Source: an optimization exercise on an open RTL-to-GDS flow (aim: small area, a short achievable clock period and few clock cycles per item). Production flows keep margins and buffers that such runs may drop.
At most, simulation tests tie the RTL to the original design; equivalence was not proved.
Power is estimated from default activity; no workload was simulated.

// wz_fxu
module wz_fxu (
    input  wire        clk,
    input  wire        rst,
    input  wire        in_valid,
    output wire        in_ready,
    input  wire [4:0]  in_op,
    input  wire        in_q,       
    input  wire [1:0]  in_t,       
    input  wire [3:0]  in_x,       
    input  wire [63:0] in_a,
    input  wire [63:0] in_b,
    output reg         out_valid,
    output reg  [63:0] out_data,
    output reg         out_ill
);
For scale: roughly 6700 cells after synthesis, about 64000 um^2 of cells after synthesis.
==> flow/config.mk <==
export PLATFORM = sky130hd
export DESIGN_NAME = wz_fxu
export DESIGN_NICKNAME = wz_fxu
export VERILOG_FILES = /design/flow/design.v
export SDC_FILE = /design/flow/constraint.sdc
export NUM_CORES = 4
export LEC_CHECK = 0
export CAP_MARGIN = 70
export CORE_MARGIN = 2
export CORE_UTILIZATION = 40
export PLACE_DENSITY = 0.6
export SLEW_MARGIN = 70
export SYNTH_HIERARCHICAL = 1
==> flow/constraint.sdc <==
create_clock -name core_clock -period 17.0 [get_ports {clk}]
set_input_delay 3.4000 -clock core_clock [delete_from_list [all_inputs] [get_ports {clk}]]
set_output_delay 3.4000 -clock core_clock [all_outputs]
set_load 0.01 [all_outputs]
standard.sh (not shown) runs the stock make flow with config.mk's settings and CLKGATE_MAP_FILE= SYNTH_SCRIPT=/design/flow/synth_recipe.tcl, a recipe that flattens the netlist after the stock synthesis.
==> flow/flow/run.sh <==
#!/bin/bash
set -euo pipefail
bash standard.sh SETUP_SLACK_MARGIN=11 finish > make.log 2>&1
==> next run, changes <==
==> flow/flow/run.sh (replaced) <==
#!/bin/bash
set -euo pipefail
bash standard.sh SETUP_SLACK_MARGIN=12 finish > make.log 2>&1
Sequential cell count stays the same.
Wire length goes up by 7.5%.
Maximum frequency goes up by 8.3%.
Clock skew barely changes.
Final area went up by 6.9%.
Via count went up by 3.8%.
No run of this note included a check of the RTL's function; only the layout flow was run.

wz_fxu, a different RTL version from the one above (not shown whole).
For scale: about 7700 cells after synthesis, about 810 flip-flops, roughly 210 I/O pins, ~70000 um2 of cells after synthesis.
clock: 17.0 ns
lec_check: 0
cap_margin: 70
core_margin: 2
core_utilization: 40
place_density: 0.6
slew_margin: 70
==> flow/flow/run.sh <==
#!/bin/bash
set -euo pipefail
bash standard.sh SETUP_SLACK_MARGIN=12 finish > make.log 2>&1
Testbench counts at the start, summed over its fixed seeds: cycles 12,139, items 12,000.
Then changed:
==> flow/run.sh (new file) <==
#!/bin/bash
# synth_recipe.tcl (not shown) runs the flow's synth.tcl, then flattens the netlist and writes it again
# the make line also repeats each setting of config.mk as NAME=value (left out here)
make -C /OpenROAD-flow-scripts/flow DESIGN_CONFIG=/design/flow/config.mk WORK_HOME=/design/flow/orfs CLKGATE_MAP_FILE= SYNTH_SCRIPT=/design/flow/synth_recipe.tcl finish
--- a/flow/config.mk
+++ b/flow/config.mk
@@ -7,0 +8 @@
+export ABC_CLOCK_PERIOD_IN_PS = 4000
@@ -11,0 +13 @@
+export SETUP_SLACK_MARGIN = 5
removed: flow/flow/run.sh
removed: flow/standard.sh
What happened: The changed run finished clean. Via count decreases by 4.2%. Hold slack stays the same. Sequential share of layout area increases by 1.5 points. Power decreases by 17%. Flip-flop and latch count does not change. Synthesized area is unchanged. Global-route usage decreases by 0.88 points. Non-clock buffer count decreases by 241. Cell area decreases by 6.2%. Core utilization decreases by 3.0 points. Routed wire length decreases by 6.0%.

job 9836:
Another version of the RTL of wz_fxu (not shown whole).
Size in the first run: about 8700 cells after synthesis, about 210 I/O pins.
Settings: LEC_CHECK=0, ABC_CLOCK_PERIOD_IN_PS=4000, CAP_MARGIN=70, CORE_MARGIN=2, CORE_UTILIZATION=40, PLACE_DENSITY=0.6, SETUP_SLACK_MARGIN=5, SLEW_MARGIN=70; clock period 17.0 ns.
run.sh (not shown) runs the stock make flow with config.mk's settings and CLKGATE_MAP_FILE= SYNTH_SCRIPT=/design/flow/synth_recipe.tcl, a recipe that flattens the netlist after the stock synthesis.
Stock flow here: none of the scripts above is used.
Job 9836 completed; timing, DRC and antenna clean
Testbench counts of job 9836, summed over its fixed seeds: cycles 12,131, items 12,000.
--- input diff job 9836..job 7944 ---
- SLEW_MARGIN: 70 -> 30
- CAP_MARGIN: 70 -> 30
[summary]
- The sequential power of job 9836 and that of job 7944 are within noise of each other.
- In job 7944 the number of standard cells in the final layout excluding fillers turned out 144 lower than in job 9836.
- Delta (job 7944 minus job 9836): cell-internal power comparable; mean number of vias per cell now larger; worst slew slack as a fraction of its limit now smaller; routed wire length comparable; combinational power share now smaller.
- Overall power after layout (job 7944 vs. job 9836) decreases slightly
- Per the comparison of job 7944 with job 9836, synthesis-to-finish area growth moved down, final worst-path setup slack fell by 1.50 ns.
- The net switching power of job 7944 falls short of that of job 9836 by 0.61%.

Setup of north:
wz_fxu, a different RTL version from the one above (not shown whole).
For scale: about 6,900 cells after synthesis, ~830 flip-flops, roughly 210 I/O pins, about 0.065 sq mm of cells after synthesis.
==> flow/config.mk <==
export PLATFORM = sky130hd
export DESIGN_NAME = wz_fxu
export DESIGN_NICKNAME = wz_fxu
export VERILOG_FILES = /design/flow/design.v
export SDC_FILE = /design/flow/constraint.sdc
export NUM_CORES = 4
export LEC_CHECK = 0
export CAP_MARGIN = 70
export CORE_MARGIN = 2
export CORE_UTILIZATION = 40
export PLACE_DENSITY = 0.6
export SLEW_MARGIN = 70
export SYNTH_HIERARCHICAL = 1
==> flow/constraint.sdc <==
create_clock -name core_clock -period 17.0 [get_ports {clk}]
set_input_delay 3.4000 -clock core_clock [delete_from_list [all_inputs] [get_ports {clk}]]
set_output_delay 3.4000 -clock core_clock [all_outputs]
set_load 0.01 [all_outputs]
standard.sh (not shown) runs the stock make flow with config.mk's settings and CLKGATE_MAP_FILE= SYNTH_SCRIPT=/design/flow/synth_recipe.tcl, a recipe that flattens the netlist after the stock synthesis.
==> flow/flow/run.sh <==
#!/bin/bash
set -euo pipefail
bash standard.sh SETUP_SLACK_MARGIN=12 REMOVE_ABC_BUFFERS=1 finish > make.log 2>&1
Testbench counts of north, summed over its fixed seeds: cycles 12,032, items 12,000.
--- input diff north..south ---
==> flow/flow/run.sh <==
#!/bin/bash
set -euo pipefail
bash standard.sh SETUP_SLACK_MARGIN=12 finish > make.log 2>&1
--- a/flow/config.mk
+++ b/flow/config.mk
@@ -10,2 +10,2 @@
-export CORE_UTILIZATION = 40
-export PLACE_DENSITY = 0.6
+export CORE_UTILIZATION = 55
+export PLACE_DENSITY = 0.75
Results
Run comparison: south launch point of the critical path rn2[1]; north launch point of the critical path rn2[2]
In the reports for south and north, the larger number of cell rows belongs to north.
Diff south and north: net switching share of the total power lower in north
Of south and north, it is south that has the higher total power.
Higher final critical-path required period was reported by south, not north.
NOTE: final area in south falls short of that of north
Sort south and north by routed wire length asc -> top: south
Comparing south and north, the higher all-layer global routing usage is on south.
Any difference in sequential cell area between north and south is small enough to ignore.
What east does differently from south at the input level:
--- a/flow/config.mk
+++ b/flow/config.mk
@@ -10,2 +10,2 @@
-export CORE_UTILIZATION = 55
-export PLACE_DENSITY = 0.75
+export CORE_UTILIZATION = 40
+export PLACE_DENSITY = 0.6
### Flow results
- [compare] base=south new=east: total power of the final layout went up by about 2%; register-to-register slack went up by 70 ps; number of antenna diodes went up by 1.
- Diff south -> east: y dimension of the die grew by 59 um, wire length grew by 4.6%, number of cell instances on the worst register-to-register path shrank by about 9%.

[separate check: timing with driven ports]
How much do the figures lean on ideal ports? The routed layouts below were timed once more, with nothing changed but the port constraints.
Step 1 (the two cells are an assumption about what drives the block):
set clk [get_ports {clk}]
set_driving_cell -lib_cell sky130_fd_sc_hd__clkbuf_16 $clk
set_driving_cell -lib_cell sky130_fd_sc_hd__buf_2 [delete_from_list [all_inputs] $clk]
Step 2 times the ports against the registers' clock, not the clock port: input delays grow and output delays shrink by t, the midpoint of the rising clock arrivals with the driver on.
Three values: ideal, step 1, step 2; two values: the first two.
run | t (ns) | setup WS [ns] | worst register clock-pin slew, ns | worst data-port slew with drivers (ns)
the first run of note 1 | 0.801 | 11.065 / 11.065 / 10.996 | 0.07 / 0.07 | 0.07
the second run of note 1 | 0.823 | 11.520 / 11.520 / 11.386 | 0.07 / 0.07 | 0.06
the first run of note 2 | 0.828 | 11.694 / 11.694 / 11.488 | 0.08 / 0.08 | 0.07
the second run of note 2 | 0.816 | 10.619 / 10.619 / 10.619 | 0.07 / 0.07 | 0.06
job 9836 | 0.816 | 8.061 / 8.061 / 8.061 | 0.07 / 0.07 | 0.06
job 7944 | 0.827 | 6.562 / 6.562 / 6.562 | 0.08 / 0.08 | 0.06
north | 0.808 | 11.376 / 11.376 / 11.114 | 0.08 / 0.08 | 0.05
south | 0.792 | 11.290 / 11.290 / 11.290 | 0.08 / 0.08 | 0.07
east | 0.799 | 11.359 / 11.359 / 11.351 | 0.07 / 0.07 | 0.07
After both steps every run listed still meets setup and hold. For north, which loses most, drivers alone change the setup slack by 0.000 ns; drivers and shift together by -0.262 ns.
